Source: an optimization exercise on an open RTL-to-GDS flow (aim: small area, a short achievable clock period and few clock cycles per item). Production flows keep margins and buffers that such runs may drop.
The RTL was checked by simulation tests, not by an equivalence proof against the original design.

<file path="config.mk">
export PLATFORM = sky130hd
export DESIGN_NAME = fc_edge
export DESIGN_NICKNAME = fc_edge
export VERILOG_FILES = /design/flow/design.v
export SDC_FILE = /design/flow/constraint.sdc
export NUM_CORES = 4
export LEC_CHECK = 0
export CAP_MARGIN = 20
export CORE_MARGIN = 2
export CORE_UTILIZATION = 40
export PLACE_DENSITY = 0.6
export SLEW_MARGIN = 20
</file>
<file path="constraint.sdc">
create_clock -name core_clock -period 30.0 [get_ports {clk}]
set_input_delay 6.0000 -clock core_clock [delete_from_list [all_inputs] [get_ports {clk}]]
set_output_delay 6.0000 -clock core_clock [all_outputs]
set_load 0.01 [all_outputs]
</file>
<file path="design.v">
module fc_add #(parameter W = 16) (
    input  wire [W-1:0] a,
    input  wire [W-1:0] b,
    input  wire         ci,
    output wire [W-1:0] s
);
    function integer levels(input integer n);    
        integer v;
        begin
            levels = 0;
            for (v = 1; v < n; v = v * 2)
                levels = levels + 1;
        end
    endfunction
    localparam L = levels(W + 1);
    wire [W:0] g0 = {a & b, ci};
    wire [W:0] p0 = {a ^ b, 1'b0};
    reg  [W:0] g, p;
    integer i, k;
    always @* begin
        g = g0;
        p = p0;
        for (k = 0; k < L; k = k + 1)
            for (i = W; i >= 0; i = i - 1)
                if ((i >> k) & 1) begin
                    g[i] = g[i] | (p[i] & g[((i >> k) << k) - 1]);
                    p[i] = p[i] & p[((i >> k) << k) - 1];
                end
    end
    assign s = p0[W:1] ^ g[W-1:0];
endmodule
module fc_pop6 (
    input  wire [5:0] x,
    output wire [2:0] n
);
    wire s0 = x[0] ^ x[1] ^ x[2];
    wire c0 = (x[0] & x[1]) | (x[0] & x[2]) | (x[1] & x[2]);
    wire s1 = x[3] ^ x[4] ^ x[5];
    wire c1 = (x[3] & x[4]) | (x[3] & x[5]) | (x[4] & x[5]);
    assign n[0] = s0 ^ s1;
    wire c2 = s0 & s1;
    assign n[1] = c0 ^ c1 ^ c2;
    assign n[2] = (c0 & c1) | (c0 & c2) | (c1 & c2);
endmodule
module fc_csa #(parameter W = 16) (
    input  wire [W-1:0] x,
    input  wire [W-1:0] y,
    input  wire [W-1:0] z,
    output wire [W-1:0] s,
    output wire [W-1:0] c
);
    assign s = x ^ y ^ z;
    assign c = {(x[W-2:0] & y[W-2:0]) | (x[W-2:0] & z[W-2:0]) | (y[W-2:0] & z[W-2:0]), 1'b0};
endmodule
module fc_cell_w (
    input  wire        [20:0] ua25,      
    input  wire        [20:0] ub25,      
    input  wire signed [15:0] trim,
    output wire        [20:0] w4_a,      
    output wire        [20:0] w4_b,
    output wire        [1:0]  clips      
);
    wire [22:0] t32 = {{2{trim[15]}}, trim, 5'd0};
    wire [22:0] t16 = {{3{trim[15]}}, trim, 4'd0};
    wire [22:0] t2  = {{6{trim[15]}}, trim, 1'd0};
    wire [22:0] ts, tc;
    fc_csa #(23) u_t (.x(t32), .y(t16), .z(t2), .s(ts), .c(tc));
    wire [22:0] as, ac, bs, bc, ra, rb;
    fc_csa #(23) u_ca (.x({2'd0, ua25}), .y(ts), .z(tc), .s(as), .c(ac));
    fc_csa #(23) u_cb (.x({2'd0, ub25}), .y(ts), .z(tc), .s(bs), .c(bc));
    fc_add #(23) u_aa (.a(as), .b(ac), .ci(1'b0), .s(ra));
    fc_add #(23) u_ab (.a(bs), .b(bc), .ci(1'b0), .s(rb));
    wire lo_a = ra[22];
    wire hi_a = ~ra[22] & (ra[21] | (ra[20:0] > 21'd1638400));
    wire lo_b = rb[22];
    wire hi_b = ~rb[22] & (rb[21] | (rb[20:0] > 21'd1638400));
    assign w4_a = lo_a ? 21'd0 : hi_a ? 21'd1638400 : ra[20:0];
    assign w4_b = lo_b ? 21'd0 : hi_b ? 21'd1638400 : rb[20:0];
    assign clips = {lo_b | hi_b, lo_a | hi_a};
endmodule
module fc_cell_q (
    input  wire        [20:0] w4_a,
    input  wire        [20:0] w4_b,
    input  wire        [10:0] minp,
    input  wire        [15:0] maxw,      
    input  wire        [15:0] centre,
    input  wire        [19:0] m1,        
    input  wire        [7:0]  r2,        
    output wire        [15:0] on_code,
    output wire        [15:0] off_code,
    output wire        [19:0] m1_next,
    output wire        [7:0]  r2_next,
    output wire               sat
);
    wire [23:0] xs, xc, a;
    fc_csa #(24) u_ca (.x({1'b0, w4_a, 2'd0}), .y({{3{m1[19]}}, m1, 1'b0}), .z({16'hFFFF, ~r2}),
                       .s(xs), .c(xc));
    fc_add #(24) u_a (.a(xs), .b(xc), .ci(1'b1), .s(a));
    wire [7:0]  r_a = a[7:0];
    wire [15:0] y_a = a[23:8];
    wire [24:0] t1s, t1c, t2s, t2c, t;
    fc_csa #(25) u_t1 (.x({2'd0, w4_a, 2'd0}), .y({2'd0, w4_b, 2'd0}), .z({{5{m1[19]}}, m1}),
                       .s(t1s), .c(t1c));
    fc_csa #(25) u_t2 (.x(t1s), .y(t1c), .z({17'h1FFFF, ~r2}), .s(t2s), .c(t2c));
    fc_add #(25) u_t (.a(t2s), .b(t2c), .ci(1'b1), .s(t));
    wire [16:0] th = t[24:8];
    wire [8:0]  tl = {1'b0, t[7:0]} + {1'b0, r_a};
    wire        c8  = tl[8];
    wire [7:0]  r_b = tl[7:0];
    wire [17:0] dl, dh;
    fc_add #(18) u_lo (.a({th[16], th}), .b({7'h7F, ~minp}), .ci(1'b1), .s(dl));
    fc_add #(18) u_hi (.a({2'd0, maxw}), .b(~{th[16], th}), .ci(1'b1), .s(dh));
    wire lo = c8 ? (dl[17] & ~&dl) : dl[17];
    wire hi = c8 ? (dh[17] | ~|dh) : dh[17];
    wire signed [16:0] ts = th;
    wire rb_hi = r_b > 8'd128;
    wire rb_lo = r_b < 8'd128;
    wire sl_hi0 = (ts > 17'sd1024)  | ((ts == 17'sd1024)  & rb_hi);
    wire sl_hi1 = (ts > 17'sd1023)  | ((ts == 17'sd1023)  & rb_hi);
    wire sl_lo0 = (ts < -17'sd1024) | ((ts == -17'sd1024) & rb_lo);
    wire sl_lo1 = (ts < -17'sd1025) | ((ts == -17'sd1025) & rb_lo);
    wire sh_hi0 = (ts > 17'sd52224) | ((ts == 17'sd52224) & rb_hi);
    wire sh_hi1 = (ts > 17'sd52223) | ((ts == 17'sd52223) & rb_hi);
    wire sh_lo0 = (ts < 17'sd50176) | ((ts == 17'sd50176) & rb_lo);
    wire sh_lo1 = (ts < 17'sd50175) | ((ts == 17'sd50175) & rb_lo);
    wire s_hi = lo ? (c8 ? sl_hi1 : sl_hi0) : hi & (c8 ? sh_hi1 : sh_hi0);
    wire s_lo = lo ? (c8 ? sl_lo1 : sl_lo0) : hi & (c8 ? sh_lo1 : sh_lo0);
    assign sat = s_hi | s_lo;
    wire [11:0] wl1 = th[11:0] + 12'd1;
    wire [11:0] wl  = c8 ? wl1 : th[11:0];
    assign m1_next = s_hi ? 20'd262272 :
                     s_lo ? 20'hC0080 :           
                     lo   ? {wl, r_b} :
                     hi   ? {~wl[11], wl[10:0], r_b} :
                            {12'd0, r_b};
    assign r2_next = r_a;
    wire [17:0] x, z, zs, zc;
    fc_add #(18) u_x (.a({2'd0, centre}), .b(~{{2{y_a[15]}}, y_a}), .ci(1'b1), .s(x));
    fc_csa #(18) u_cz (.x({2'd0, centre}), .y({th[16], th}), .z(~{{2{y_a[15]}}, y_a}), .s(zs), .c(zc));
    fc_add #(18) u_z (.a(zs), .b({zc[17:1], c8}), .ci(1'b1), .s(z));
    wire [15:0] on_n  = x[17] ? {x[15:11] + 5'd25, x[10:0]} : x[15:0];
    wire [15:0] off_n = z[17] ? {z[15:11] + 5'd25, z[10:0]} :
                        (z[16:11] >= 6'd25) ? {z[15:11] - 5'd25, z[10:0]} : z[15:0];
    assign on_code  = lo ? 16'hFFFF : hi ? 16'hFFFE : on_n;
    assign off_code = (lo | hi) ? 16'h0000 : off_n;
endmodule
module fc_edge (
    input  wire        clk,
    input  wire        rst,         
    input  wire        in_valid,
    output wire        in_ready,
    input  wire [2:0]  n_cells,     
    input  wire [2:0]  rot,         
    input  wire [10:0] minp,        
    input  wire [15:0] u_a,         
    input  wire [15:0] u_b,         
    input  wire [95:0] trim,        
    output reg         out_valid,
    output reg  [95:0] on_code,     
    output reg  [95:0] off_code,
    output reg  [3:0]  clip,        
    output reg  [2:0]  nssat        
);
    localparam signed [15:0] UMAX = 16'sd32440;    
    integer k;
    genvar j;
    reg        rdy;         
    reg        v0;          
    reg        p0;          
    reg [2:0]  n0, rot0;
    reg [10:0] minp0;
    reg [15:0] ua0, ub0;
    reg [63:0] trim03;      
    reg [31:0] trim45;      
    assign in_ready = rdy;
    wire accept = in_valid & rdy;
    wire two0   = n0 > 3'd4;
    always @(posedge clk) begin
        if (rst) begin
            rdy <= 1'b1;
            v0  <= 1'b0;
            p0  <= 1'b0;
        end else begin
            rdy <= ~(accept & (n_cells > 3'd4));
            v0  <= accept | (v0 & two0 & ~p0);
            p0  <= ~accept & v0 & two0 & ~p0;
        end
        trim03 <= trim[63:0];
        if (accept) begin
            n0     <= n_cells;
            rot0   <= rot;
            minp0  <= minp;
            ua0    <= u_a;
            ub0    <= u_b;
            trim45 <= trim[95:64];
        end
    end
    wire signed [15:0] ua = ua0;
    wire signed [15:0] ub = ub0;
    wire ua_hi = ua > UMAX;
    wire ua_lo = ua < -UMAX;
    wire ub_hi = ub > UMAX;
    wire ub_lo = ub < -UMAX;
    wire [15:0] ua_u = {~ua0[15], ua0[14:0]};
    wire [15:0] ub_u = {~ub0[15], ub0[14:0]};
    wire [20:0] as25, ac25, bs25, bc25, ua25u, ub25u;
    fc_csa #(21) u_ca25 (.x({1'b0, ua_u, 4'd0}), .y({2'd0, ua_u, 3'd0}), .z({5'd0, ua_u}), .s(as25), .c(ac25));
    fc_csa #(21) u_cb25 (.x({1'b0, ub_u, 4'd0}), .y({2'd0, ub_u, 3'd0}), .z({5'd0, ub_u}), .s(bs25), .c(bc25));
    fc_add #(21) u_ua25 (.a(as25), .b(ac25), .ci(1'b0), .s(ua25u));
    fc_add #(21) u_ub25 (.a(bs25), .b(bc25), .ci(1'b0), .s(ub25u));
    wire [20:0] ua25 = ua_hi ? 21'd1630200 : ua_lo ? 21'd8200 : ua25u;
    wire [20:0] ub25 = ub_hi ? 21'd1630200 : ub_lo ? 21'd8200 : ub25u;
    wire [20:0] cw_a  [0:3];
    wire [20:0] cw_b  [0:3];
    wire [1:0]  cclip [0:3];
    wire [7:0]  clip_bits;
    generate
        for (j = 0; j < 4; j = j + 1) begin : g_w
            wire [15:0] t = (j == 0) ? (p0 ? trim45[15:0]  : trim03[15:0]) :
                            (j == 1) ? (p0 ? trim45[31:16] : trim03[31:16]) :
                                       trim03[16*j +: 16];
            wire [2:0] cidx = p0 ? j + 4 : j;
            fc_cell_w u_w (
                .ua25(ua25), .ub25(ub25), .trim(t),
                .w4_a(cw_a[j]), .w4_b(cw_b[j]), .clips(cclip[j])
            );
            assign clip_bits[2*j +: 2] = (cidx < n0) ? cclip[j] : 2'd0;
        end
    endgenerate
    reg        v1, p1, last1;
    reg [2:0]  n1, rot1;
    reg [10:0] minp1;
    reg [15:0] maxw1;
    reg [9:0]  clip1;       
    reg [20:0] w_a1 [0:3];
    reg [20:0] w_b1 [0:3];
    always @(posedge clk) begin
        v1    <= v0 & ~rst;
        p1    <= p0;
        last1 <= p0 | ~two0;
        n1    <= n0;
        rot1  <= rot0;
        minp1 <= minp0;
        maxw1 <= 16'd51200 - {5'd0, minp0};
        clip1 <= {clip_bits, ~p0 & (ub_hi | ub_lo), ~p0 & (ua_hi | ua_lo)};
        for (k = 0; k < 4; k = k + 1) begin
            w_a1[k] <= cw_a[k];
            w_b1[k] <= cw_b[k];
        end
    end
    reg rst1;
    always @(posedge clk)
        rst1 <= rst;
    reg  [19:0] m1_q [0:5];
    reg  [7:0]  r2_q [0:5];
    wire [15:0] q_on  [0:3];
    wire [15:0] q_off [0:3];
    wire [19:0] q_m1  [0:3];
    wire [7:0]  q_r2  [0:3];
    wire        q_sat [0:3];
    wire        q_act [0:3];
    generate
        for (j = 0; j < 4; j = j + 1) begin : g_q
            wire [15:0] ctab [0:127];
            genvar pp, nn, rr;
            for (pp = 0; pp < 2; pp = pp + 1) begin : g_p
                for (nn = 0; nn < 8; nn = nn + 1) begin : g_n
                    for (rr = 0; rr < 8; rr = rr + 1) begin : g_r
                        localparam integer NC = (nn < 2) ? 2 : (nn > 6) ? 6 : nn;
                        localparam integer SL = (j + 4 * pp + rr) % NC;
                        assign ctab[pp*64 + nn*8 + rr] = (2 * SL * 51200 + NC) / (2 * NC);
                    end
                end
            end
            wire        pass = (j < 2) & p1;
            wire [15:0] centre = ctab[{pass, n1, rot1}];
            wire [2:0]  cidx   = pass ? j + 4 : j;
            assign q_act[j] = (cidx < n1) && !(j >= 2 && p1);
            wire [19:0] m1 = pass ? m1_q[j+4] : m1_q[j];
            wire [7:0]  r2 = pass ? r2_q[j+4] : r2_q[j];
            fc_cell_q u_q (
                .w4_a(w_a1[j]), .w4_b(w_b1[j]),
                .minp(minp1), .maxw(maxw1), .centre(centre),
                .m1(m1), .r2(r2),
                .on_code(q_on[j]), .off_code(q_off[j]),
                .m1_next(q_m1[j]), .r2_next(q_r2[j]), .sat(q_sat[j])
            );
        end
    endgenerate
    wire [5:0] sat_bits = {2'b00, q_sat[3] & q_act[3], q_sat[2] & q_act[2],
                           q_sat[1] & q_act[1], q_sat[0] & q_act[0]};
    wire [2:0] sat_cnt, clip_p;
    fc_pop6 u_psat (.x(sat_bits), .n(sat_cnt));
    fc_pop6 u_pclip (.x(clip1[5:0]), .n(clip_p));
    wire [3:0] clip_cnt = {1'b0, clip_p} + {3'd0, clip1[6]} + {3'd0, clip1[7]} +
                          {3'd0, clip1[8]} + {3'd0, clip1[9]};
    always @(posedge clk) begin
        out_valid <= v1 & last1 & ~rst;
        if (rst1) begin
            for (k = 0; k < 6; k = k + 1) begin
                m1_q[k] <= 20'd128;
                r2_q[k] <= 8'd128;
            end
        end else if (v1) begin
            for (k = 0; k < 4; k = k + 1) begin
                if (q_act[k]) begin
                    if (k < 2 && p1) begin
                        m1_q[k+4] <= q_m1[k];
                        r2_q[k+4] <= q_r2[k];
                    end else begin
                        m1_q[k] <= q_m1[k];
                        r2_q[k] <= q_r2[k];
                    end
                end
            end
        end
        if (v1) begin
            for (k = 0; k < 4; k = k + 1) begin
                if (!p1) begin
                    on_code[16*k +: 16]  <= q_act[k] ? q_on[k]  : 16'hFFFF;
                    off_code[16*k +: 16] <= q_act[k] ? q_off[k] : 16'h0000;
                end
            end
            for (k = 4; k < 6; k = k + 1) begin
                on_code[16*k +: 16]  <= (p1 && q_act[k-4]) ? q_on[k-4]  : 16'hFFFF;
                off_code[16*k +: 16] <= (p1 && q_act[k-4]) ? q_off[k-4] : 16'h0000;
            end
            clip  <= (p1 ? clip : 4'd0) + clip_cnt;
            nssat <= (p1 ? nssat : 3'd0) + sat_cnt;
        end
    end
endmodule
</file>
<file path="run.sh">
#!/bin/bash
# synth_recipe.tcl (not shown) runs the flow's synth.tcl, then flattens the netlist and writes it again
# the make line also repeats each setting of config.mk as NAME=value (left out here)
make -C /OpenROAD-flow-scripts/flow DESIGN_CONFIG=/design/flow/config.mk WORK_HOME=/design/flow/orfs CLKGATE_MAP_FILE= SYNTH_SCRIPT=/design/flow/synth_recipe.tcl finish
</file>
==> summary.txt, run 1 <==
outcome=complete, no violations; gr ovfl total=0; total number of vias=~55000; # IOs=about 350; Netlist cell types=about 120; Mapped Area=between 60000 and 70000 um^2; number of flops mapped to enable cells by yosys=between 200 and 300; WL final=217.4 mm; first-pass GRT wire length=328.3 mm; Most used DFF post-synth=dfxtp_1; DRC viols=0; Worst Hold Class=flop to flop; Final Skew=between 30 and 40 ps; Synth Instances=roughly 7600; Worst setup SP type=flop; worst path arrival time=about 12000 ps; share of post-route cells with drive strength above 1=0.05187; mux share of post-synthesis cell area=0.01794; Max-cap violations=0; Crit path required time=just over 30000 ps; TritonCTS clock tree=done; fin crit share=0.3848; CP dominant cell by count=ha_1; asr flop ratio synth=0; final design utilization=0.4595; Final Hold Vio Count=0; hold_buf cts=0; Starting DRT DRC Count=about 3800; Setup Viol. Count Final=0; crit path kind=flop to flop; sequential area share after synthesis=0.2493; port bufs=around 350; ANT nets after route=0; post-detail-place hpwl=between 150 and 200 mm; Final Slew Violations=0; slew margin rel.=0.2175; initial antenna violation count=5; non-filler cells, final=about 10000; XOR/XNOR share of the synthesized area=0.06521; GP Congestion=~0.96; clk sink count=between 700 and 800; Rows=152; post-synthesis adder-cell area fraction=0.3103; Synth area leaders=ha_1 16%, fa_1 15%, dfxtp_1 13%; die area=approximately 180000 um^2; Hold Slack=355.0 ps; fraction of the mapped netlist area in simple logic gates=0.1411; Yosys top cell area share=0.1605; largest net degree at the start of global routing=67; H-tree depth=3; setup TNS=0 ps; largest family of logic cells by synthesized area=adder cells; post-CTS sizing=0; RSZ-0062 raised after global routing=false; Clock Path Buffers=3; Final Net Count=around 9600; Least-Margin Pin Slew=about 1200 ps; clock latency at the later pin of the worst-skew pair=approximately 740 ps; CP endpoint kind=flop; clock root cell=clkbuf_16; all-layer global routing usage=0.2447; # Post-CTS Setup Buffers=0; Max Clk Rate=between 0.08 and 0.09 GHz; compound-cell area share of the yosys netlist=0.1364; number of global-route vias before repair=roughly 54000; Die Height=approximately 420 um; YS warnings=14; Core ar.=171900 um^2; Final Critical Period=between 10000 and 15000 ps; Critical-path top delay cell=dfxtp_4; Final WS setup=18460 ps; die width=approximately 420 um; Cells after DPL=between 10000 and 15000; Worst-path clk slew=approximately 70 ps; DP Area=75970 um^2; first drt pass iteration count=6; DR WL/cell=between 20 and 25 um; Synth area leader=ha_1; Area Growth Syn to Fin=13.86%; CP max FO=approximately 60; Finished Cell Area=a little under 80000 um^2; CP peak stage delay=930 ps; starting utilization of the core area=0.4036; post-place setup slack=around 19000 ps; CTS buffer count=87; vias per inst=5.280; Avg Cell Area, Syn=between 9 and 10 um^2; synthesized flop and latch total=~720
cell families after synthesis:
kind of cell	Yosys count
and+or+nand+nor	2005
buffers and inverters	1466
adders and majority gates	1410
AOI/OAI and AO/OA	1396
DFF	724
xor gates and xnor gates	511
muxes	118
other	1
flip-flops by register name, indices dropped and copies added, names as in the netlist, 3 cells and up:
signal / count
w_b1: 84
n1: 3
nssat: 3
ua0: 16
clip: 4
minp1: 11
rot1: 3
n0: 3
off_code: 96
w_a1: 84
m1_q: 120
trim45: 32
minp0: 11
clip1: 10
r2_q: 46
on_code: 96
ub0: 16
rot0: 3
maxw1: 11
trim03: 64
area by class of cell:
class / instances / area [um^2]
Antenna cell: 1 / 2.502
Clock buffer: 101 / 2260
Clock inverter: 61 / 748.2
Fill cell: 16630 / 92930
Inverter: 1329 / 4992
Multi-Input combinational cell: 5442 / 46610
Sequential cell: 724 / 17310
Tap cell: 2310 / 2890
Timing Repair Buffer: 440 / 4185
per-layer routing:
| layer | vias up | GRT usage | wire (um) |
|---|---|---|---|
| met2 | 1598 | 0.3788 | 94320 |
| met3 | 332 | 0.03196 | 12450 |
| met5 | - | 0 | 20 |
| met4 | 4 | 0.1018 | 9595 |
| met1 | 26460 | 0.3428 | 101000 |
| li1 | 26550 | - | - |
path summary, 6_finish.rpt:
check | from | end | slack, ps | depth (start not counted)
worst max-delay path | p1$_DFF_P_ | nssat[2]$_DFFE_PP_ | 18460 | 41
worst min-delay path | rot0[0]$_DFFE_PP_ | rot1[0]$_DFF_P_ | 360 | 0
worst max register to register | p1$_DFF_P_ | nssat[2]$_DFFE_PP_ | 18460 | 41
worst min register to register | rot0[0]$_DFFE_PP_ | rot1[0]$_DFF_P_ | 360 | 0
worst max-delay path: cells and delay by family, from the launching register on:
kind            cells  cell delay, ps
flops               1             930
mux                 1             340
compound gates     16            4110
buf+inv             4            1100
xor+xnor            3             630
fa+ha+maj           9            3100
simple gates        8             990
synth_stat cells, types with 90 or more instances:
| library cell | n |
|---|---|
| inv_1 | 1318 |
| ha_1 | 890 |
| nor2_1 | 565 |
| fa_1 | 518 |
| nand2_1 | 471 |
| dfxtp_1 | 444 |
| a21oi_1 | 338 |
| xnor2_1 | 327 |
| edfxtp_1 | 280 |
| o21ai_0 | 244 |
| nor3_1 | 182 |
| xor2_1 | 179 |
| nand3_1 | 146 |
| a21o_1 | 122 |
| clkbuf_1 | 106 |
| nand2b_1 | 93 |
| nor2b_1 | 92 |
| and2_1 | 90 |
layout by cell type (no fill, tap or decap), types with 244 or more instances in the layout:
cell             netlist  routed
nand2_1              471     471
xnor2_1              327     327
o21ai_0              244     244
fa_1                 518     518
clkdlybuf4s50_1        0     348
inv_1               1318    1317
nor2_1               565     564
ha_1                 890     890
a21oi_1              338     334
dfxtp_1              444     439
edfxtp_1             280     280
Testbench counts, summed over its fixed seeds: cycles 24,024, items 24,000.
==> run 2: changes to the inputs <==
--- a/design.v
+++ b/design.v
@@ -83,5 +83,5 @@
     input  wire        [20:0] w4_b,
     input  wire        [10:0] minp,
-    input  wire        [15:0] maxw,      
+    input  wire        [15:0] maxw1,     
     input  wire        [15:0] centre,
     input  wire        [19:0] m1,        
@@ -108,9 +108,13 @@
     wire        c8  = tl[8];
     wire [7:0]  r_b = tl[7:0];
-    wire [17:0] dl, dh;
-    fc_add #(18) u_lo (.a({th[16], th}), .b({7'h7F, ~minp}), .ci(1'b1), .s(dl));
-    fc_add #(18) u_hi (.a({2'd0, maxw}), .b(~{th[16], th}), .ci(1'b1), .s(dh));
-    wire lo = c8 ? (dl[17] & ~&dl) : dl[17];
-    wire hi = c8 ? (dh[17] | ~|dh) : dh[17];
+    wire [24:0] l1s, l1c, l2s, l2c, h1s, h1c, h2s, h2c, dl, dh;
+    fc_csa #(25) u_l1 (.x(t2s), .y(t2c), .z({6'h3F, ~minp, 8'hFF}), .s(l1s), .c(l1c));
+    fc_csa #(25) u_l2 (.x(l1s), .y({l1c[24:1], 1'b1}), .z({17'd0, r_a}), .s(l2s), .c(l2c));
+    fc_add #(25) u_lo (.a(l2s), .b(l2c), .ci(1'b1), .s(dl));
+    fc_csa #(25) u_h1 (.x(t2s), .y(t2c), .z({1'b1, ~maxw1, 8'hFF}), .s(h1s), .c(h1c));
+    fc_csa #(25) u_h2 (.x(h1s), .y({h1c[24:1], 1'b1}), .z({17'd0, r_a}), .s(h2s), .c(h2c));
+    fc_add #(25) u_hi (.a(h2s), .b(h2c), .ci(1'b1), .s(dh));
+    wire lo = dl[24];
+    wire hi = ~dh[24];
     wire signed [16:0] ts = th;
     wire rb_hi = r_b > 8'd128;
@@ -242,5 +246,5 @@
         rot1  <= rot0;
         minp1 <= minp0;
-        maxw1 <= 16'd51200 - {5'd0, minp0};
+        maxw1 <= 16'd51201 - {5'd0, minp0};
         clip1 <= {clip_bits, ~p0 & (ub_hi | ub_lo), ~p0 & (ua_hi | ua_lo)};
         for (k = 0; k < 4; k = k + 1) begin
@@ -277,9 +281,9 @@
             wire [2:0]  cidx   = pass ? j + 4 : j;
             assign q_act[j] = (cidx < n1) && !(j >= 2 && p1);
-            wire [19:0] m1 = pass ? m1_q[j+4] : m1_q[j];
-            wire [7:0]  r2 = pass ? r2_q[j+4] : r2_q[j];
+            wire [19:0] m1 = m1_q[j];
+            wire [7:0]  r2 = r2_q[j];
             fc_cell_q u_q (
                 .w4_a(w_a1[j]), .w4_b(w_b1[j]),
-                .minp(minp1), .maxw(maxw1), .centre(centre),
+                .minp(minp1), .maxw1(maxw1), .centre(centre),
                 .m1(m1), .r2(r2),
                 .on_code(q_on[j]), .off_code(q_off[j]),
@@ -304,12 +308,12 @@
         end else if (v1) begin
             for (k = 0; k < 4; k = k + 1) begin
-                if (q_act[k]) begin
-                    if (k < 2 && p1) begin
-                        m1_q[k+4] <= q_m1[k];
-                        r2_q[k+4] <= q_r2[k];
-                    end else begin
-                        m1_q[k] <= q_m1[k];
-                        r2_q[k] <= q_r2[k];
-                    end
+                if (k < 2 && !(last1 && !p1)) begin
+                    m1_q[k]   <= m1_q[k+4];
+                    r2_q[k]   <= r2_q[k+4];
+                    m1_q[k+4] <= q_act[k] ? q_m1[k] : m1_q[k];
+                    r2_q[k+4] <= q_act[k] ? q_r2[k] : r2_q[k];
+                end else if (q_act[k]) begin
+                    m1_q[k] <= q_m1[k];
+                    r2_q[k] <= q_r2[k];
                 end
             end
==> summary.txt, run 2 <==
compound-cell area share of the yosys netlist=0.1403; Worst Hold Class=flop to flop; H-tree depth=3; max reg flops=about 120; mux share of post-synthesis cell area=0.009628; cell with the most instances after synthesis=inv_1; clk sink count=720; WHS Path Cells=0; Final Slew Violations=0; Critical-path top delay cell=nor3b_1; CP peak stage delay=~890 ps; Worst-path clk slew=60 ps; non-filler cells, final=between 10000 and 15000; DR WL/cell=about 21 um; largest family of logic cells by synthesized area=adder cells; Core ar.=roughly 190000 um^2; GP Congestion=0.9400; CP endpoint kind=flop; Top reg by flops=m1_q; Worst setup SP type=flop; CTS buffer count=90; setup TNS=0 ps; Crit path required time=slightly above 30000 ps; clock root cell=clkbuf_16; Starting DRT DRC Count=between 4000 and 5000; largest net degree at the start of global routing=129; Die Height=roughly 440 um; TritonCTS clock tree=done; total number of vias=a little under 60000; ANT nets after route=0; Mapped Area=74850 um^2; YS warnings=14; Most used DFF post-synth=dfxtp_1; die area=~190000 um^2; # Post-CTS Setup Buffers=0; gr ovfl total=0; CP max FO=13; Synth area leader=ha_1; Max Clk Rate=approximately 0.10 GHz; Final WS setup=20220 ps; Post-synth top cells=1488 x inv_1, 1113 x ha_1, 604 x nor2_1; number of global-route vias before repair=a little under 60000; first drt pass iteration count=6; hold_buf cts=0; vias per inst=5.367; reg2reg path depth=29; sequential area share after synthesis=0.2300; post-CTS sizing=0; XOR/XNOR share of the synthesized area=0.05992; Final Net Count=10420; Setup Viol. Count Final=0; RSZ-0062 raised after global routing=false; synthesized flop and latch total=between 700 and 800; clock latency at the later pin of the worst-skew pair=a little under 800 ps; Final Hold Vio Count=0; top flop regs=m1_q: 118 flops, off_code: 96 flops, on_code: 96 flops; crit path kind=flop to flop; Yosys top cell area share=0.1860; post-place setup slack=around 20000 ps; Clock Path Buffers=3; Max-cap violations=0; Area Growth Syn to Fin=13.07%; Netlist cell types=about 120; post-detail-place hpwl=195.1 mm; number of flops mapped to enable cells by yosys=280; Finished Cell Area=84640 um^2; R2R setup slack=about 20000 ps; Cells after DPL=between 10000 and 15000; Min-Delay Endpoint=rot1[0]$_DFF_P_; worst path arrival time=between 10000 and 15000 ps; r2r endpoint=nssat[2]$_DFFE_PP_; WL final=roughly 240 mm; first-pass GRT wire length=355.5 mm; fraction of the mapped netlist area in simple logic gates=0.1280; die width=436.6 um; all-layer global routing usage=0.2434; Final Skew=40.87 ps; most frequent cells in the layout=1487 x inv_1, 1113 x ha_1, 602 x nor2_1; Rows=about 160; DP Area=roughly 80000 um^2; Least-Margin Pin Slew=1220 ps; Final Critical Period=9775 ps; slew margin rel.=0.1864; commonest non-fill, non-tap cell in the layout=inv_1; port bufs=between 300 and 400; Critical R2R Launch=m1_q[2][1]$_SDFFE_PP0P_; CP dominant cell by count=fa_1; initial antenna violation count=3; Synth Instances=between 8000 and 9000; Synth area leaders=ha_1 19%, fa_1 16%, dfxtp_1 12%; outcome=complete, no violations; asr flop ratio synth=0; share of post-route cells with drive strength above 1=0.04705; post-synthesis adder-cell area fraction=0.3477; DRC viols=0; HP Start=rot0[0]$_DFFE_PP_; Avg Cell Area, Syn=roughly 9 um^2; # IOs=about 350; starting utilization of the core area=0.4032; fin crit share=0.3258
==> run 2: changes by cell type after synthesis, sizes merged, moves of 40 or more <==
cell,delta
a21oi,+48
fa,+83
mux2i,-40
a22oi,+47
inv,+167
ha,+223
==> run 2: worst max path at each step <==
stage                                       start                       end  slack [ps]  depth (start not counted)
final                     m1_q[2][1]$_SDFFE_PP0P_        nssat[2]$_DFFE_PP_       20220                         29
after global routing      m1_q[2][1]$_SDFFE_PP0P_        nssat[2]$_DFFE_PP_       19810                         29
after CTS                 m1_q[2][1]$_SDFFE_PP0P_        nssat[2]$_DFFE_PP_       20320                         29
after detailed placement  m1_q[2][1]$_SDFFE_PP0P_        nssat[2]$_DFFE_PP_       20400                         29
after global placement    m1_q[2][1]$_SDFFE_PP0P_        nssat[2]$_DFFE_PP_       20420                         29
after floorplan                        v1$_DFF_P_  m1_q[0][19]$_SDFFE_PP0P_       20060                          7
==> run 2: cell type report <==
type,instances,area (um^2)
multi-input cells,5814,51410
clock buffers,111,2467
well taps,2480,3103
repair buffers,439,4177
diodes,1,2.502
inverters,1490,5595
flip-flops and latches,720,17230
fillers,17810,101000
clock inverters,55,660.6
==> run 2: worst max-delay path: cells and delay by family (launching register included) <==
family | cells | cell delay (ps)
and+or+nand+nor | 7 | 3210
xor gates and xnor gates | 2 | 270
adders and majority gates | 9 | 3460
DFF | 1 | 450
buffers and inverters | 3 | 330
AOI/OAI and AO/OA | 8 | 1770
==> run 2: kinds of logic after synthesis <==
kind of cell,Yosys count
multiplexers,68
XOR/XNOR,509
adder cells (fa/ha/maj),1721
buffers and inverters,1667
AO/OA/AOI/OAI,1544
other,2
AND/OR/NAND/NOR,1970
flip-flops,720
==> run 2: layer usage <==
metal | global-route usage | part of all wire | up-vias
met2 | 0.3943 | 0.45 | 1757
met1 | 0.3221 | 0.44 | 28940
met4 | 0.1198 | 0.055 | 0
li1 | - | - | 28550
met5 | 0 | 0 | -
met3 | 0.02748 | 0.054 | 377
==> run 2: per-stage QoR <==
stage / utilization / hold WS (ps)
floorplan: - / 323.3
global placement: 0.4389 / 326.2
detailed placement: 0.4390 / 327.8
CTS: 0.4559 / 341.1
global route: 0.4559 / 343.0
finish: 0.4559 / 339.7
Testbench counts of run 2, summed over its fixed seeds: cycles 24,024, items 24,000.
==> run 3: changes to the inputs <==
--- a/design.v
+++ b/design.v
@@ -59,5 +59,5 @@
     output wire        [20:0] w4_a,      
     output wire        [20:0] w4_b,
-    output wire        [1:0]  clips      
+    output wire        [3:0]  clamp      
 );
     wire [22:0] t32 = {{2{trim[15]}}, trim, 5'd0};
@@ -75,22 +75,27 @@
     wire lo_b = rb[22];
     wire hi_b = ~rb[22] & (rb[21] | (rb[20:0] > 21'd1638400));
-    assign w4_a = lo_a ? 21'd0 : hi_a ? 21'd1638400 : ra[20:0];
-    assign w4_b = lo_b ? 21'd0 : hi_b ? 21'd1638400 : rb[20:0];
-    assign clips = {lo_b | hi_b, lo_a | hi_a};
+    assign w4_a  = ra[20:0];
+    assign w4_b  = rb[20:0];
+    assign clamp = {hi_b, lo_b, hi_a, lo_a};
 endmodule
 module fc_cell_q (
-    input  wire        [20:0] w4_a,
-    input  wire        [20:0] w4_b,
+    input  wire        [20:0] w4r_a,     
+    input  wire        [20:0] w4r_b,
+    input  wire        [3:0]  clamp,     
     input  wire        [10:0] minp,
     input  wire        [15:0] maxw1,     
-    input  wire        [15:0] centre,
     input  wire        [19:0] m1,        
     input  wire        [7:0]  r2,        
-    output wire        [15:0] on_code,
-    output wire        [15:0] off_code,
+    output wire        [15:0] y_a,
+    output wire        [16:0] th,        
+    output wire               c8,
+    output wire               lo,
+    output wire               hi,
     output wire        [19:0] m1_next,
     output wire        [7:0]  r2_next,
     output wire               sat
 );
+    wire [20:0] w4_a = clamp[0] ? 21'd0 : clamp[1] ? 21'd1638400 : w4r_a;
+    wire [20:0] w4_b = clamp[2] ? 21'd0 : clamp[3] ? 21'd1638400 : w4r_b;
     wire [23:0] xs, xc, a;
     fc_csa #(24) u_ca (.x({1'b0, w4_a, 2'd0}), .y({{3{m1[19]}}, m1, 1'b0}), .z({16'hFFFF, ~r2}),
@@ -98,5 +103,5 @@
     fc_add #(24) u_a (.a(xs), .b(xc), .ci(1'b1), .s(a));
     wire [7:0]  r_a = a[7:0];
-    wire [15:0] y_a = a[23:8];
+    assign y_a = a[23:8];
     wire [24:0] t1s, t1c, t2s, t2c, t;
     fc_csa #(25) u_t1 (.x({2'd0, w4_a, 2'd0}), .y({2'd0, w4_b, 2'd0}), .z({{5{m1[19]}}, m1}),
@@ -104,7 +109,7 @@
     fc_csa #(25) u_t2 (.x(t1s), .y(t1c), .z({17'h1FFFF, ~r2}), .s(t2s), .c(t2c));
     fc_add #(25) u_t (.a(t2s), .b(t2c), .ci(1'b1), .s(t));
-    wire [16:0] th = t[24:8];
+    assign th = t[24:8];
     wire [8:0]  tl = {1'b0, t[7:0]} + {1'b0, r_a};
-    wire        c8  = tl[8];
+    assign c8  = tl[8];
     wire [7:0]  r_b = tl[7:0];
     wire [24:0] l1s, l1c, l2s, l2c, h1s, h1c, h2s, h2c, dl, dh;
@@ -115,6 +120,6 @@
     fc_csa #(25) u_h2 (.x(h1s), .y({h1c[24:1], 1'b1}), .z({17'd0, r_a}), .s(h2s), .c(h2c));
     fc_add #(25) u_hi (.a(h2s), .b(h2c), .ci(1'b1), .s(dh));
-    wire lo = dl[24];
-    wire hi = ~dh[24];
+    assign lo = dl[24];
+    assign hi = ~dh[24];
     wire signed [16:0] ts = th;
     wire rb_hi = r_b > 8'd128;
@@ -139,4 +144,15 @@
                             {12'd0, r_b};
     assign r2_next = r_a;
+endmodule
+module fc_cell_o (
+    input  wire        [15:0] centre,
+    input  wire        [15:0] y_a,
+    input  wire        [16:0] th,
+    input  wire               c8,
+    input  wire               lo,
+    input  wire               hi,
+    output wire        [15:0] on_code,
+    output wire        [15:0] off_code
+);
     wire [17:0] x, z, zs, zc;
     fc_add #(18) u_x (.a({2'd0, centre}), .b(~{{2{y_a[15]}}, y_a}), .ci(1'b1), .s(x));
@@ -217,5 +233,5 @@
     wire [20:0] cw_a  [0:3];
     wire [20:0] cw_b  [0:3];
-    wire [1:0]  cclip [0:3];
+    wire [3:0]  cclamp [0:3];
     wire [7:0]  clip_bits;
     generate
@@ -227,7 +243,7 @@
             fc_cell_w u_w (
                 .ua25(ua25), .ub25(ub25), .trim(t),
-                .w4_a(cw_a[j]), .w4_b(cw_b[j]), .clips(cclip[j])
+                .w4_a(cw_a[j]), .w4_b(cw_b[j]), .clamp(cclamp[j])
             );
-            assign clip_bits[2*j +: 2] = (cidx < n0) ? cclip[j] : 2'd0;
+            assign clip_bits[2*j +: 2] = (cidx < n0) ? {cclamp[j][3] | cclamp[j][2], cclamp[j][1] | cclamp[j][0]} : 2'd0;
         end
     endgenerate
@@ -239,4 +255,5 @@
     reg [20:0] w_a1 [0:3];
     reg [20:0] w_b1 [0:3];
+    reg [3:0]  cl1  [0:3];
     always @(posedge clk) begin
         v1    <= v0 & ~rst;
@@ -251,4 +268,5 @@
             w_a1[k] <= cw_a[k];
             w_b1[k] <= cw_b[k];
+            cl1[k]  <= cclamp[k];
         end
     end
@@ -258,6 +276,9 @@
     reg  [19:0] m1_q [0:5];
     reg  [7:0]  r2_q [0:5];
-    wire [15:0] q_on  [0:3];
-    wire [15:0] q_off [0:3];
+    wire [15:0] q_ya  [0:3];
+    wire [16:0] q_th  [0:3];
+    wire        q_c8  [0:3];
+    wire        q_lo  [0:3];
+    wire        q_hi  [0:3];
     wire [19:0] q_m1  [0:3];
     wire [7:0]  q_r2  [0:3];
@@ -266,39 +287,48 @@
     generate
         for (j = 0; j < 4; j = j + 1) begin : g_q
-            wire [15:0] ctab [0:127];
-            genvar pp, nn, rr;
-            for (pp = 0; pp < 2; pp = pp + 1) begin : g_p
-                for (nn = 0; nn < 8; nn = nn + 1) begin : g_n
-                    for (rr = 0; rr < 8; rr = rr + 1) begin : g_r
-                        localparam integer NC = (nn < 2) ? 2 : (nn > 6) ? 6 : nn;
-                        localparam integer SL = (j + 4 * pp + rr) % NC;
-                        assign ctab[pp*64 + nn*8 + rr] = (2 * SL * 51200 + NC) / (2 * NC);
-                    end
-                end
-            end
             wire        pass = (j < 2) & p1;
-            wire [15:0] centre = ctab[{pass, n1, rot1}];
-            wire [2:0]  cidx   = pass ? j + 4 : j;
+            wire [2:0]  cidx = pass ? j + 4 : j;
             assign q_act[j] = (cidx < n1) && !(j >= 2 && p1);
-            wire [19:0] m1 = m1_q[j];
-            wire [7:0]  r2 = r2_q[j];
             fc_cell_q u_q (
-                .w4_a(w_a1[j]), .w4_b(w_b1[j]),
-                .minp(minp1), .maxw1(maxw1), .centre(centre),
-                .m1(m1), .r2(r2),
-                .on_code(q_on[j]), .off_code(q_off[j]),
+                .w4r_a(w_a1[j]), .w4r_b(w_b1[j]), .clamp(cl1[j]),
+                .minp(minp1), .maxw1(maxw1),
+                .m1(m1_q[j]), .r2(r2_q[j]),
+                .y_a(q_ya[j]), .th(q_th[j]), .c8(q_c8[j]), .lo(q_lo[j]), .hi(q_hi[j]),
                 .m1_next(q_m1[j]), .r2_next(q_r2[j]), .sat(q_sat[j])
             );
         end
     endgenerate
-    wire [5:0] sat_bits = {2'b00, q_sat[3] & q_act[3], q_sat[2] & q_act[2],
-                           q_sat[1] & q_act[1], q_sat[0] & q_act[0]};
-    wire [2:0] sat_cnt, clip_p;
-    fc_pop6 u_psat (.x(sat_bits), .n(sat_cnt));
+    wire [2:0] clip_p;
     fc_pop6 u_pclip (.x(clip1[5:0]), .n(clip_p));
     wire [3:0] clip_cnt = {1'b0, clip_p} + {3'd0, clip1[6]} + {3'd0, clip1[7]} +
                           {3'd0, clip1[8]} + {3'd0, clip1[9]};
+    reg        v2, p2, last2;
+    reg [2:0]  n2, rot2;
+    reg [3:0]  clip2;
+    reg [3:0]  sat2;
+    reg [3:0]  act2;
+    reg [15:0] ya2 [0:3];
+    reg [16:0] th2 [0:3];
+    reg        c82 [0:3];
+    reg        lo2 [0:3];
+    reg        hi2 [0:3];
+    always @(posedge clk) begin
+        v2    <= v1 & ~rst;
+        p2    <= p1;
+        last2 <= last1;
+        n2    <= n1;
+        rot2  <= rot1;
+        clip2 <= clip_cnt;
+        for (k = 0; k < 4; k = k + 1) begin
+            sat2[k] <= q_sat[k] & q_act[k];
+            act2[k] <= q_act[k];
+            ya2[k]  <= q_ya[k];
+            th2[k]  <= q_th[k];
+            c82[k]  <= q_c8[k];
+            lo2[k]  <= q_lo[k];
+            hi2[k]  <= q_hi[k];
+        end
+    end
     always @(posedge clk) begin
-        out_valid <= v1 & last1 & ~rst;
         if (rst1) begin
             for (k = 0; k < 6; k = k + 1) begin
@@ -319,17 +349,45 @@
             end
         end
-        if (v1) begin
+    end
+    wire [15:0] q_on  [0:3];
+    wire [15:0] q_off [0:3];
+    generate
+        for (j = 0; j < 4; j = j + 1) begin : g_o
+            wire [15:0] ctab [0:127];
+            genvar pp, nn, rr;
+            for (pp = 0; pp < 2; pp = pp + 1) begin : g_p
+                for (nn = 0; nn < 8; nn = nn + 1) begin : g_n
+                    for (rr = 0; rr < 8; rr = rr + 1) begin : g_r
+                        localparam integer NC = (nn < 2) ? 2 : (nn > 6) ? 6 : nn;
+                        localparam integer SL = (j + 4 * pp + rr) % NC;
+                        assign ctab[pp*64 + nn*8 + rr] = (2 * SL * 51200 + NC) / (2 * NC);
+                    end
+                end
+            end
+            wire        pass = (j < 2) & p2;
+            wire [15:0] centre = ctab[{pass, n2, rot2}];
+            fc_cell_o u_o (
+                .centre(centre), .y_a(ya2[j]), .th(th2[j]), .c8(c82[j]),
+                .lo(lo2[j]), .hi(hi2[j]),
+                .on_code(q_on[j]), .off_code(q_off[j])
+            );
+        end
+    endgenerate
+    wire [2:0] sat_cnt = {2'd0, sat2[0]} + {2'd0, sat2[1]} + {2'd0, sat2[2]} + {2'd0, sat2[3]};
+    always @(posedge clk) begin
+        out_valid <= v2 & last2 & ~rst;
+        if (v2) begin
             for (k = 0; k < 4; k = k + 1) begin
-                if (!p1) begin
-                    on_code[16*k +: 16]  <= q_act[k] ? q_on[k]  : 16'hFFFF;
-                    off_code[16*k +: 16] <= q_act[k] ? q_off[k] : 16'h0000;
+                if (!p2) begin
+                    on_code[16*k +: 16]  <= act2[k] ? q_on[k]  : 16'hFFFF;
+                    off_code[16*k +: 16] <= act2[k] ? q_off[k] : 16'h0000;
                 end
             end
             for (k = 4; k < 6; k = k + 1) begin
-                on_code[16*k +: 16]  <= (p1 && q_act[k-4]) ? q_on[k-4]  : 16'hFFFF;
-                off_code[16*k +: 16] <= (p1 && q_act[k-4]) ? q_off[k-4] : 16'h0000;
+                on_code[16*k +: 16]  <= (p2 && act2[k-4]) ? q_on[k-4]  : 16'hFFFF;
+                off_code[16*k +: 16] <= (p2 && act2[k-4]) ? q_off[k-4] : 16'h0000;
             end
-            clip  <= (p1 ? clip : 4'd0) + clip_cnt;
-            nssat <= (p1 ? nssat : 3'd0) + sat_cnt;
+            clip  <= (p2 ? clip : 4'd0) + clip2;
+            nssat <= (p2 ? nssat : 3'd0) + sat_cnt;
         end
     end
==> summary.txt, run 3 <==
outcome=complete, no violations; Synth area leaders=ha_1 18%, fa_1 16%, dfxtp_1 16%; clock root cell=clkbuf_16; slew margin rel.=0.1897; H-tree depth=3; CP endpoint kind=flop; sequential area share after synthesis=0.2730; initial antenna violation count=7; Worst Hold Class=flop to flop; Post-synth top cells=1279 x inv_1, 1103 x ha_1, 617 x fa_1; asr flop ratio synth=0; flip-flop and latch area=approximately 21000 um^2; commonest non-fill, non-tap cell in the layout=inv_1; Hold Slack=328.1 ps; Synth Instances=about 7900; total number of vias=56930; Final Hold Vio Count=0; number of global-route vias before repair=~56000; Starting DRT DRC Count=just under 4000; Mapped Area=between 70000 and 80000 um^2; CP peak stage delay=roughly 840 ps; RSZ-0062 raised after global routing=false; Yosys top cell area share=0.1818; number of flops mapped to enable cells by yosys=280; Top reg by flops=m1_q; Most used DFF post-synth=dfxtp_1; first drt pass iteration count=6; Avg Cell Area, Syn=about 9.6 um^2; Worst-path clk slew=60 ps; Final WS setup=about 21000 ps; DRC viols=0; max reg flops=between 100 and 150; all-layer global routing usage=0.2354; CTS buffer count=100; Finished Cell Area=~86000 um^2; fin crit share=0.2917; DP Area=around 80000 um^2; Least-Margin Pin Slew=around 1200 ps; ANT nets after route=0; non-filler cells, final=between 10000 and 15000; Final Critical Period=about 8800 ps; # IOs=349; # Post-CTS Setup Buffers=0; die area=just under 200000 um^2; first-pass GRT wire length=345.6 mm; crit path kind=flop to flop; Rows=around 160; Critical-path top delay cell=nor2_1; Final Slew Violations=0; setup TNS=0 ps; clk sink count=895; fillcell total=~18000; Core ar.=188200 um^2; cell with the most instances after synthesis=inv_1; Final Net Count=between 10000 and 15000; Max-cap violations=0; Clock Path Buffers=3; GP Congestion=roughly 0.96; Multi-input gate area=49780 um^2; YS warnings=26; TritonCTS clock tree=done; clock latency at the later pin of the worst-skew pair=~780 ps; vias per inst=about 5.2; worst path arrival time=slightly above 9000 ps; post-CTS sizing=0; top flop regs=m1_q: 118 flops, off_code: 96 flops, on_code: 96 flops; starting utilization of the core area=0.4033; Synth area leader=ha_1; Die Height=roughly 440 um; share of post-route cells with drive strength above 1=0.04504; WL final=about 230 mm; Final Skew=43.53 ps; Worst setup SP type=flop; Max Clk Rate=roughly 0.11 GHz; gr ovfl total=0; post-detail-place hpwl=between 150 and 200 mm; DR WL/cell=between 20 and 25 um; Crit path required time=~31000 ps; Area Growth Syn to Fin=13.26%; Cells after DPL=10650; hold_buf cts=0; final design utilization=0.4568; CP max FO=18; Netlist cell types=about 100; largest net degree at the start of global routing=76; Setup Viol. Count Final=0; die width=439.6 um; port bufs=between 300 and 400; synthesized flop and latch total=about 900; post-place setup slack=approximately 21000 ps; most frequent cells in the layout=1278 x inv_1, 1103 x ha_1, 617 x fa_1
## run 3: layout make-up
type                            count  area share
Antenna cell                        3  0.00008733
Clock buffer                      138     0.03449
Clock inverter                     51    0.005967
Inverter                         1284     0.05609
Multi-Input combinational cell   5562      0.5790
Sequential cell                   895      0.2412
Tap cell                         2495     0.03631
Timing Repair Buffer              418     0.04686
## run 3: cells by family after synthesis
family / Yosys count / share of synthesized area
xor+xnor: 504 / 0.05826
mux: 75 / 0.01037
simple gates: 1961 / 0.1256
other cells: 1 / 0.00004941
buf+inv: 1456 / 0.07238
compound gates: 1298 / 0.1156
fa+ha+maj: 1722 / 0.3448
flops: 895 / 0.2730
## run 3: routing by layer
metal / GRT usage / vias up / share of wire
met5: 0 / - / 0
met4: 0.07650 / 0 / 0.035
met3: 0.03584 / 300 / 0.057
met2: 0.3650 / 1626 / 0.44
met1: 0.3348 / 27670 / 0.47
li1: - / 27330 / -
## run 3: worst max-delay path, delay by kind of cell (launching register included)
kind	cells	cell delay, ps
and+or+nand+nor	8	2890
DFF	1	500
xor gates and xnor gates	1	160
AOI/OAI and AO/OA	16	3460
adders and majority gates	4	1260
buffers and inverters	2	350
## run 3: final timing paths
kind                                        from                   to  slack [ps]  cells past startpoint
worst min-delay path             rot1[1]$_DFF_P_      rot2[1]$_DFF_P_         330                      0
worst max register to register  ub0[5]$_DFFE_PP_  clip1[9]$_SDFF_PP0_       21250                     31
worst min register to register   rot1[1]$_DFF_P_      rot2[1]$_DFF_P_         330                      0
worst max-delay path            ub0[5]$_DFFE_PP_  clip1[9]$_SDFF_PP0_       21250                     31
Testbench counts of run 3, summed over its fixed seeds: cycles 24,032, items 24,000.

-- port drivers added, routing unchanged --
The results above use ideal ports. As a check the final layouts listed here were re-extracted and re-timed, cells and wires unchanged. Step 1 assumes that a clkbuf_16 drives the clock port and a buf_2 every other input. Step 2 adds t to the input delays and takes it off the output delays; t is the mean of the earliest and latest rising clock arrival at the registers after step 1. Input paths then give back, and output paths get back, about the clock's delay inside the block. Slacks: no drivers / after step 1 / after step 2; pairs: no drivers / after step 1.
run	t (ns)	slack for setup (ns)	hold slack, ns	clock arrival spread, ns	worst data-port slew with drivers (ns)
run 1	0.796	18.456 / 18.456 / 18.456	0.355 / 0.355 / 0.355	0.034 / 0.034	0.07
run 2	0.828	20.225 / 20.225 / 20.225	0.340 / 0.340 / 0.340	0.042 / 0.041	0.11
run 3	0.832	21.249 / 21.249 / 21.249	0.328 / 0.328 / 0.328	0.049 / 0.049	0.06
After both steps every run listed still meets setup and hold.
